Source: an optimization exercise on an open RTL-to-GDS flow (aim: small area). Production flows keep margins and buffers that such runs may drop. Only simulation tests tie the RTL to the original design; equivalence was not proved. Power and IR drop assume default switching activity.

alpha:
// bp_exec
module bp_exec (
    input  wire         clk,
    input  wire         rst,           
    input  wire         in_valid,
    input  wire [127:0] in_insn,
    input  wire [15:0]  in_opa,        
    input  wire [15:0]  in_opb,        
    input  wire [15:0]  in_opc,        
    input  wire [15:0]  in_opd,        
    output reg          out_valid,
    output reg          out_we,        
    output reg  [15:0]  out_data,
    output reg          out_ext,       
    output reg          out_lat3,      
    output reg          out_heavy,     
    output reg          out_illegal,   
    output reg          out_format,    
    output reg          out_tap,       
    output reg          out_chk,       
    output reg  [3:0]   out_rd,        
    output reg  [3:0]   out_rdbit      
);
For scale: ~1,900 cells after synthesis, roughly 67 flip-flops, about 230 I/O pins, roughly 15,000 um2 of cells after synthesis.
clock: 18.0 ns
lec_check: 0
cap_margin: 20
core_margin: 2
core_utilization: 40
cts_buf_list: sky130_fd_sc_hd__clkbuf_4
gpl_timing_driven: 0
setup_slack_margin: 0.3
slew_margin: 20
standard.sh (not shown) runs the stock make flow with config.mk's settings and CLKGATE_MAP_FILE= SYNTH_SCRIPT=/design/flow/synth_recipe.tcl, a recipe that flattens the netlist after the stock synthesis.
==> flow/flow/run.sh <==
#!/bin/bash
# Own layout flow: the standard ORFS flow (standard.sh) with
#  - synthesis by flow/synth.tcl (standard synthesis, area-oriented mapping),
#  - port buffers of the smallest buffer cell (every port still buffered).
# The whole make output goes to flow_make.log; ORFS's per-step logs stay in
# orfs/logs.
set -euo pipefail
W=$(pwd)
bash standard.sh "SYNTH_SCRIPT=$W/flow/synth.tcl" \
    "BUFFER_PORTS_ARGS=-buffer_cell sky130_fd_sc_hd__buf_1" \
    finish > "$W/flow_make.log" 2>&1
==> flow/flow/area.abc <==
strash
&get -n
&deepsyn -T 60 -t
&put
dch -f
amap -F 2 -A 8
strash
&get -n
&deepsyn -T 60 -t -S 7
&put
dch -f
amap -F 2 -A 8
topo
==> flow/flow/synth.tcl <==
set my_dir [file dirname [file normalize [info script]]]
proc synth {args} { yosys synth -nofsm -noshare -noabc {*}$args }
proc extract_fa {args} { yosys extract_fa -fa {*}$args }
proc abc {args} {
  global my_dir
  set i [lsearch -exact $args -script]
  if {$i >= 0} { set args [lreplace $args [expr {$i+1}] [expr {$i+1}] $my_dir/area.abc] }
  yosys abc {*}$args
}
source $::env(SCRIPTS_DIR)/synth.tcl
# left out here: clear keep_hierarchy, flatten, clean up, hide names made inside functions, write 1_2_yosys.v
### alpha -> beta
diff --git a/flow/design.v b/flow/design.v
--- a/flow/design.v
+++ b/flow/design.v
@@ -439,41 +439,41 @@
     wire [15:0] f_ge;    
     generate
         for (gi = 0; gi < 16; gi = gi + 1) begin : g_fm
             assign f_le[gi] = (gi <= f_hi);
             if (gi == 15)
                 assign f_ge[gi] = opc[0] | ~(opc[1] & th_lo[15]);
             else
                 assign f_ge[gi] = opc[0] | ~(opc[1] ? th_lo[gi] : th_lo[gi+1]);
         end
     endgenerate
-    wire [15:0] f_sel   = (f_le & f_ge) | {16{~opc[5]}};    
+    wire [15:0] f_sel   = f_le & f_ge;
     wire [15:0] field_r = (f_sel & sh_o) | (~f_sel & wa & {16{~opc[0]}});
     wire [15:0] cat8_r = {sub[1] ? wb[15:8] : wb[7:0], sub[0] ? wa[15:8] : wa[7:0]};
     wire [31:0] mul_p;
     wire        mul_c16;
     bp_mul u_mul (.a(wa), .b(wb), .sa(sub[0]), .sb(sub[1]), .p(mul_p),
                   .carry16(mul_c16));
     wire        mulh_inc = g_hi & opc[3] & opc[0] & mul_c16;
     reg [15:0] word_r;
     always @* begin
         if (g_hi) begin
             if (opc[3])
                 word_r = opc[0] ? mul_p[31:16] : mul_p[15:0];
             else
                 word_r = (opc[1:0] == 2'd3) ? cat8_r : field_r;
         end else if (g_lo) begin
             word_r = imm;                                    
         end else case (opc[3:2])
             2'd0:    word_r = ad_s & th_lo;                  
             2'd1:    word_r = lut2_r;                        
-            2'd2:    word_r = field_r;                       
+            2'd2:    word_r = sh_o;                          
             default: word_r = lut2_r;                        
         endcase
     end
     reg bit_r;
     reg is_bit;
     always @* begin
         if (g_lo) begin
             is_bit = !(opc[2] & opc[0]);
             bit_r  = opc[2] ? red_r : lut_r;
         end else if (g_arith) begin
--- outcome ---
Looking at the reports, beta completed the entire flow and the layout it produced met the timing, design-rule and antenna checks.
Diff alpha -> beta | critical path depth | up by a few percent
There was hardly any difference in starting density of the core between beta and alpha.
Taking beta over alpha, the overall power consumption ratio works out to 0.886.
Comparing alpha and beta, the higher multi-input logic cell count is on beta.
Per the comparison of beta with alpha, number of global-route vias before repair increased 1,187; final-layout fill cell count increased 146; fraction of met3 tracks used by global routing increased 0.90 points.
Higher total routing resource utilization after global routing was reported by beta, not alpha.
Relative to alpha, the net count after synthesis measured on beta has increased by a few percent.
On power density over cell area, the higher figure sits with alpha, not beta.
Compared with alpha, in beta via count rose 1,037; largest voltage drop on the vdd net fell about 65%; share of total power in combinational logic fell 1.0 points.
Against alpha as the reference, beta delivers a higher worst hold slack.

## what the ideal ports hide
No port has a modelled driver above. Below, the same layouts with a new extraction and two added sets of constraints.
Step 1 sets driving cells, clkbuf_16 on the clock port and buf_2 on the other inputs (assumed; they add their load-dependent delay and slew).
Step 2 moves the port delays by t, midway between the first and last clock arrival at a register: inputs arrive t later, outputs are due t later. That takes back most of the time a late clock gives input paths.
Three values: ideal, step 1, step 2; two values: the first two.
run | t (ns) | slack for setup (ns) | hold WS [ns] | worst register clock-pin slew, ns
alpha | 0.427 | 0.429 / 0.428 / 0.001 | 0.329 / 0.329 / 0.329 | 0.10 / 0.10
beta | 0.427 | 1.212 / 1.206 / 0.779 | 0.337 / 0.337 / 0.337 | 0.11 / 0.11
After both steps setup and hold are still met in every run listed. For beta, which loses most, drivers alone change the setup slack by -0.006 ns; drivers and shift together by -0.433 ns.
